Source: an optimization exercise on an open RTL-to-GDS flow (aim: small area and a short achievable clock period). Production flows keep margins and buffers that such runs may drop. Only simulation tests tie the RTL to the original design; equivalence was not proved. No activity file was given, so power comes from the tool's default toggle rates.

--- flow/config.mk ---
export PLATFORM = sky130hd
export DESIGN_NAME = wa_readout
export DESIGN_NICKNAME = wa_readout
export VERILOG_FILES = /design/flow/design.v
export SDC_FILE = /design/flow/constraint.sdc
export NUM_CORES = 8
export LEC_CHECK = 0
export CAP_MARGIN = 20
export CORE_MARGIN = 2
export CORE_UTILIZATION = 30
export SLEW_MARGIN = 20
--- flow/constraint.sdc ---
create_clock -name core_clock -period 28.0 [get_ports {clk}]
set_input_delay 5.6000 -clock core_clock [delete_from_list [all_inputs] [get_ports {clk}]]
set_output_delay 5.6000 -clock core_clock [all_outputs]
set_load 0.01 [all_outputs]
--- flow/design.v ---
module wa_readout_conv (
    input  wire [191:0] value,
    input  wire [31:0]  wrap,
    input  wire [4:0]   flags,
    input  wire [3:0]   fmt,
    input  wire [7:0]   shift,
    input  wire         sr,
    input  wire [23:0]  rnd,
    input  wire         ovf_inf,
    output reg  [31:0]  code,
    output wire [2:0]   fstat
);
    localparam FMT_FP32  = 4'h0;
    localparam FMT_BF16  = 4'h1;
    localparam FMT_FP16  = 4'h2;
    localparam FMT_E4M3  = 4'h3;
    localparam FMT_E5M2  = 4'h4;
    localparam FMT_INT8  = 4'h5;
    localparam FMT_INT32 = 4'hE;
    reg               is_int;
    reg        [4:0]  man_bits;    
    reg signed [9:0]  emin;        
    reg signed [9:0]  emax;        
    reg        [31:0] max_code;    
    reg               has_inf;
    reg        [31:0] inf_code;
    reg        [31:0] nan_code;
    reg        [31:0] sign_bit;
    reg        [31:0] int_hi;      
    reg        [31:0] int_mask;    
    always @* begin
        is_int   = 1'b0;
        man_bits = 5'd23;
        emin     = -10'sd126;
        emax     = 10'sd127;
        max_code = 32'h7F7F_FFFF;
        has_inf  = 1'b1;
        inf_code = 32'h7F80_0000;
        nan_code = 32'h7FC0_0000;
        sign_bit = 32'h8000_0000;
        int_hi   = 32'h7FFF_FFFF;
        int_mask = 32'hFFFF_FFFF;
        case (fmt)
            FMT_FP32: ;
            FMT_BF16: begin
                man_bits = 5'd7;
                max_code = 32'h7F7F;
                inf_code = 32'h7F80;
                nan_code = 32'h7FC0;
                sign_bit = 32'h8000;
            end
            FMT_FP16: begin
                man_bits = 5'd10;
                emin     = -10'sd14;
                emax     = 10'sd15;
                max_code = 32'h7BFF;
                inf_code = 32'h7C00;
                nan_code = 32'h7E00;
                sign_bit = 32'h8000;
            end
            FMT_E4M3: begin
                man_bits = 5'd3;
                emin     = -10'sd6;
                emax     = 10'sd8;
                max_code = 32'h7E;
                has_inf  = 1'b0;
                inf_code = 32'h0;
                nan_code = 32'h7F;
                sign_bit = 32'h80;
            end
            FMT_E5M2: begin
                man_bits = 5'd2;
                emin     = -10'sd14;
                emax     = 10'sd15;
                max_code = 32'h7B;
                inf_code = 32'h7C;
                nan_code = 32'h7E;
                sign_bit = 32'h80;
            end
            FMT_INT8: begin
                is_int   = 1'b1;
                nan_code = 32'h0;
                int_hi   = 32'h7F;
                int_mask = 32'hFF;
            end
            default: begin   
                is_int   = 1'b1;
                nan_code = 32'h0;
            end
        endcase
    end
    wire case_nan  = flags[0] | (flags[1] & flags[2]);
    wire case_inf  = flags[1] | flags[2];
    wire case_wrap = (wrap != 32'd0);
    wire spec_neg  = case_inf ? ~flags[1] : wrap[31];
    wire         v_neg = value[191];
    wire [191:0] mag   = v_neg ? (~value + 192'd1) : value;
    wire         v_zero = (value == 192'd0);
    reg [7:0] lead;
    integer i;
    always @* begin
        lead = 8'd0;
        for (i = 0; i < 192; i = i + 1)
            if (mag[i])
                lead = i[7:0];
    end
    wire signed [9:0] shift_s = {{2{shift[7]}}, shift};
    wire signed [9:0] k = $signed({2'b00, lead}) + shift_s - 10'sd96;
    wire signed [9:0] k_eff = (k < emin) ? emin : k;
    wire signed [9:0] q     = is_int ? 10'sd0 : (k_eff - $signed({5'd0, man_bits}));
    wire signed [9:0] d = q - shift_s + 10'sd96;
    wire pre_ovf = is_int ? (k > 10'sd31) : (k > emax);
    wire [7:0]   rsh = d[7:0] + 8'd31;
    wire [246:0] win = {mag, 55'd0} >> rsh;
    wire [31:0]  n   = win[55:24];
    wire [23:0]  f   = win[23:0];
    wire signed [9:0] sd = d - 10'sd24;
    wire [7:0]   st_amt  = sd[9] ? 8'd0 : sd[7:0];
    wire [191:0] st_mask = ~({192{1'b1}} << st_amt);
    wire         sticky  = |(mag & st_mask);
    wire round_up = sr ? (rnd < f)
                       : (f[23] & (n[0] | (|f[22:0]) | sticky));
    wire [32:0] n_r = {1'b0, n} + {32'd0, round_up};
    wire [9:0]  e_field = k_eff - emin;   
    wire [32:0] fp_mag  = ({23'd0, e_field} << man_bits) + n_r;
    wire fp_ovf  = pre_ovf | (fp_mag > {1'b0, max_code});
    wire int_ovf = pre_ovf | (v_neg ? (n_r > {1'b0, int_hi} + 33'd1)
                                    : (n_r > {1'b0, int_hi}));
    wire rnd_zero = (n_r == 33'd0);
    reg ovf_flag;
    reg inv_flag;
    wire        sat_neg = (case_inf | case_wrap) ? spec_neg : v_neg;
    wire [31:0] sat_code =
        is_int              ? (sat_neg ? ((~int_hi) & int_mask) : int_hi) :
        (has_inf & ovf_inf) ? (inf_code | (sat_neg ? sign_bit : 32'd0)) :
                              (max_code | (sat_neg ? sign_bit : 32'd0));
    always @* begin
        ovf_flag = 1'b0;
        inv_flag = 1'b0;
        if (case_nan) begin
            code     = nan_code;
            inv_flag = 1'b1;
        end else if (case_inf | case_wrap) begin
            code     = sat_code;
            ovf_flag = 1'b1;
        end else if (v_zero) begin
            code = 32'd0;
        end else if (is_int ? int_ovf : fp_ovf) begin
            code     = sat_code;
            ovf_flag = 1'b1;
        end else if (rnd_zero) begin
            code = 32'd0;
        end else if (is_int) begin
            code = (v_neg ? (~n_r[31:0] + 32'd1) : n_r[31:0]) & int_mask;
        end else begin
            code = fp_mag[31:0] | (v_neg ? sign_bit : 32'd0);
        end
    end
    assign fstat = {inv_flag, ovf_flag, flags[4]};
endmodule
module wa_readout (
    input  wire         clk,
    input  wire         rst_n,
    input  wire         in_valid,
    input  wire [191:0] in_value,      
    input  wire [31:0]  in_wrap,       
    input  wire [4:0]   in_flags,      
    input  wire [3:0]   in_fmt,        
    input  wire [7:0]   in_shift,      
    input  wire         in_sr,         
    input  wire [23:0]  in_rand,       
    input  wire         in_ovf_inf,    
    output reg          out_valid,
    output reg  [31:0]  out_code,      
    output reg  [2:0]   out_fstat      
);
    reg         r_valid;
    reg [191:0] r_value;
    reg [31:0]  r_wrap;
    reg [4:0]   r_flags;
    reg [3:0]   r_fmt;
    reg [7:0]   r_shift;
    reg         r_sr;
    reg [23:0]  r_rand;
    reg         r_ovf_inf;
    always @(posedge clk) begin
        if (!rst_n)
            r_valid <= 1'b0;
        else
            r_valid <= in_valid;
        r_value   <= in_value;
        r_wrap    <= in_wrap;
        r_flags   <= in_flags;
        r_fmt     <= in_fmt;
        r_shift   <= in_shift;
        r_sr      <= in_sr;
        r_rand    <= in_rand;
        r_ovf_inf <= in_ovf_inf;
    end
    wire [31:0] conv_code;
    wire [2:0]  conv_fstat;
    wa_readout_conv u_conv (
        .value   (r_value),
        .wrap    (r_wrap),
        .flags   (r_flags),
        .fmt     (r_fmt),
        .shift   (r_shift),
        .sr      (r_sr),
        .rnd     (r_rand),
        .ovf_inf (r_ovf_inf),
        .code    (conv_code),
        .fstat   (conv_fstat)
    );
    always @(posedge clk) begin
        if (!rst_n)
            out_valid <= 1'b0;
        else
            out_valid <= r_valid;
        out_code  <= conv_code;
        out_fstat <= conv_fstat;
    end
endmodule
--- flow/run.sh ---
#!/bin/bash
# synth_recipe.tcl (not shown) runs the flow's synth.tcl, then flattens the netlist and writes it again
# the make line also repeats each setting of config.mk as NAME=value (left out here)
make -C /OpenROAD-flow-scripts/flow DESIGN_CONFIG=/design/flow/config.mk WORK_HOME=/design/flow/orfs CLKGATE_MAP_FILE= SYNTH_SCRIPT=/design/flow/synth_recipe.tcl finish
==> flow_summary.yaml <==
timing:
  maxSlewHeadroom_pct: 4.47
  min_period_ns: 27.15
  finalCritPeriodShare_pct: 97.0
  tns_ns: 0
  hold_violations: 0
  rsz0062_at_grt: "no"
  worst_pin_slew_ns: 1.42
  slew_violations: 0
  max_freq_mhz: 36.8
  finalSetupViolCount: 0
  finClkSkew_ns: 0.0427
  hold_ws_ns: 0.345
outcome:
  status: "timing/DRC/antenna clean"
clock_network:
  cts.reportedPaths.clkPinSlew_ns: 0.06
  cts_root_buf: "clkbuf_16"
  clock_path_buffers: 3
  clkLatencyLatePin_ns: 0.68
  cts_made_buffers: 34
  cts.sinks: 303
  post-cts-setup-buffers: 0
  h-tree-depth: 2
  cts_tree: "done"
  cts_resized: 0
  hold_buffers: 0
die:
  io_pins: 306
  design.die.area_um2: 203000
  start_util_pct: 30.2
  num_rows: 163
  core_area_um2: 198000
  die_w_um: 450
  die_y_um: 450
synthesis:
  synthCells: 8870
  netlist_area_um2: 59700
  yosysWarningCount: 2
  yosys_register_bits: 303
  synth-edff-count: 0
  avgSynthCellArea_um2: 6.73
  ys_types: 141
  ys_seq_area_share_pct: 10.2
  async_flop_share_pct: 0
  yosys_most_used_dff: "dfxtp_1"
global_route:
  grt_max_degree: 136
  antenna_found_initial: 77
  grt_pass1_wl_um: 781000
  grt.overflow.total: 0
  grt_pass1_vias: 85917
  grt_use_total_pct: 56.0
route:
  first_pass_iters: 17
  wl_per_cell_um: 46.0
  routed_via_density: 7.36
  vias: 95946
  drcViolationCount: 0
  final_antenna_net_count: 0
  wl_um: 599000
  first_iter_violations: 19219
worst_setup_path:
  critical_path.max_fanout: 23
  end_kind: "flip-flop"
  critPathLaunchType: "flip-flop"
  critPathRequiredTime_ns: 28.57
  max_stage_delay_ns: 0.93
  worst_path_max_delay_cell: "nor4_2"
  path_class: "reg2reg"
  crit_arrival_ns: 27.73
placed_design:
  dpl.hpwl_um: 486000
  io_buffers: 304
  gp_congestion: 1.19
  dpl_cell_area_um2: 79000
  post-place-cells: 12890
cells_and_area:
  stdcell_count: 13039
  nets: 10730
  finish.utilization_pct: 40.8
  fin_area_um2: 80600
  mostFrequentLayoutCells: "1823 x buf_4, 903 x nand2_1, 799 x nor2_1"
  layout_commonest_cell: "buf_4"
  area_delta_synth_final_pct: 35.0
  drive_above_1_share_pct: 24.5
  regArea_um2: 6070
  multi_input_area_um2: 50800
  fillers: 20896
pwr:
  powerDensity_nw_per_um2: 198
  ir_drop_mv: 0.0971
  power_leakage_nw: 31.2
worst_hold_path:
  hold_class: "reg2reg"
flow_run:
  cap_violations: 0
-- kinds of logic after synthesis --
family	count (synthesis)	share of synthesized area [%]
buf+inv	978	6.80
simple gates	3705	31.6
compound gates	3087	36.8
fa+ha+maj	170	3.60
xor+xnor	330	4.96
mux	296	6.04
flops	303	10.2
other cells	1	0.00628
-- final cells by class --
type | instances | share of cell area (%)
Antenna cell | 84 | 0.261
Clock buffer | 45 | 1.20
Clock inverter | 16 | 0.298
Inverter | 143 | 0.678
Multi-Input combinational cell | 7590 | 63.0
Sequential cell | 303 | 7.53
Tap cell | 2640 | 4.10
Timing Repair Buffer | 2218 | 22.9
-- synthesized netlist by cell type (50+ instances only) --
master	count	area, µm²
nand2_1	909	3410
nor2_1	837	3140
clkbuf_1	618	2320
a21oi_1	526	2630
o21ai_0	507	2540
nor3_1	386	1930
nand3_1	318	1590
dfxtp_1	303	6070
nor4_1	217	1360
xnor2_1	203	1780
nand4_1	192	1200
mux2i_1	182	1820
a31oi_1	174	1090
o22ai_1	171	1070
ha_1	167	2090
a211oi_1	166	1250
o211ai_1	150	1130
inv_1	141	529
xor2_1	120	1050
buf_1	118	443
or3_1	112	701
o31ai_1	109	818
a22oi_1	106	796
nand2b_1	96	601
or4_1	96	721
and3_1	89	557
nor2b_1	82	513
and2_1	80	500
a21o_1	78	586
a221oi_1	77	674
or2_2	77	482
o221ai_1	72	631
mux2_2	69	777
o21a_1	62	465
a211o_1	56	490
o41ai_1	53	464
o2111ai_1	52	455
o311ai_0	50	438
-- power by group --
| group | switching, W | internal [W] |
|---|---|---|
| sequential | 0.0000598 | 0.000465 |
| combinational | 0.00964 | 0.00529 |
| clock | 0.000211 | 0.000291 |
-- critical path, delay by kind of cell, from the launching register on --
| family | cells | cell delay, ns |
|---|---|---|
| compound gates | 49 | 10.66 |
| xor+xnor | 5 | 1.93 |
| fa+ha+maj | 15 | 4.44 |
| buf+inv | 22 | 3.98 |
| flops | 1 | 0.30 |
| mux | 2 | 0.26 |
| simple gates | 20 | 5.34 |
-- through the flow --
step	total power, W	setup slack (ns)
after floorplan	0.00637	5.57
after global placement	0.0143	2.06
after detailed placement	0.0144	2.00
after CTS	0.0149	1.87
after global routing	0.0159	0.152
final	0.0160	0.846
-- worst paths after layout --
kind | start | end | slack (ns) | depth (start not counted)
setup reg to reg | r_value[0] | out_code[12] | 0.85 | 113
setup / recovery | r_value[0] | out_code[12] | 0.85 | 113
hold / removal | r_flags[4] | out_fstat[0] | 0.34 | 0
hold reg to reg | r_flags[4] | out_fstat[0] | 0.34 | 0
-- per-layer routing --
| metal | GRT usage (%) | vias up | part of all wire [%] |
|---|---|---|---|
| li1 | - | 37363 | - |
| met1 | 64.0 | 45997 | 35 |
| met2 | 73.5 | 9732 | 37 |
| met3 | 31.1 | 2774 | 16 |
| met4 | 49.3 | 80 | 11 |
| met5 | 1.09 | - | 0.21 |
-- flip-flops by register name, summed over array words and instances, names as in the netlist --
| name | flops |
|---|---|
| r_wrap | 32 |
| r_shift | 8 |
| out_code | 32 |
| r_sr | 1 |
| out_valid | 1 |
| r_value | 192 |
| r_fmt | 4 |
| r_flags | 4 |
| r_valid | 1 |
| r_ovf_inf | 1 |
| r_rand | 24 |
| out_fstat | 3 |

[port drivers added, routing unchanged]
Ports are ideal in the flow. The routed layout listed here was re-timed in OpenROAD.
Step 1, drivers: a clkbuf_16 drives clk and a buf_2 each remaining input, both assumed.
Step 2 also shifts input and output timing later by t, the mid clock arrival at the registers, as if the neighbouring blocks saw the same clock.
a / b / c = ideal ports / drivers / drivers and shift; a / b = the first two.
shift t [ns]: 0.760
setup slack, ns: 0.846 / 0.846 / 0.846
latest minus earliest clock arrival (ns): 0.043 / 0.044
worst data-port slew with drivers (ns): 0.15
After both steps this run still meets setup and hold. For this run, drivers alone change the setup slack by 0.000 ns; drivers and shift together by 0.000 ns.
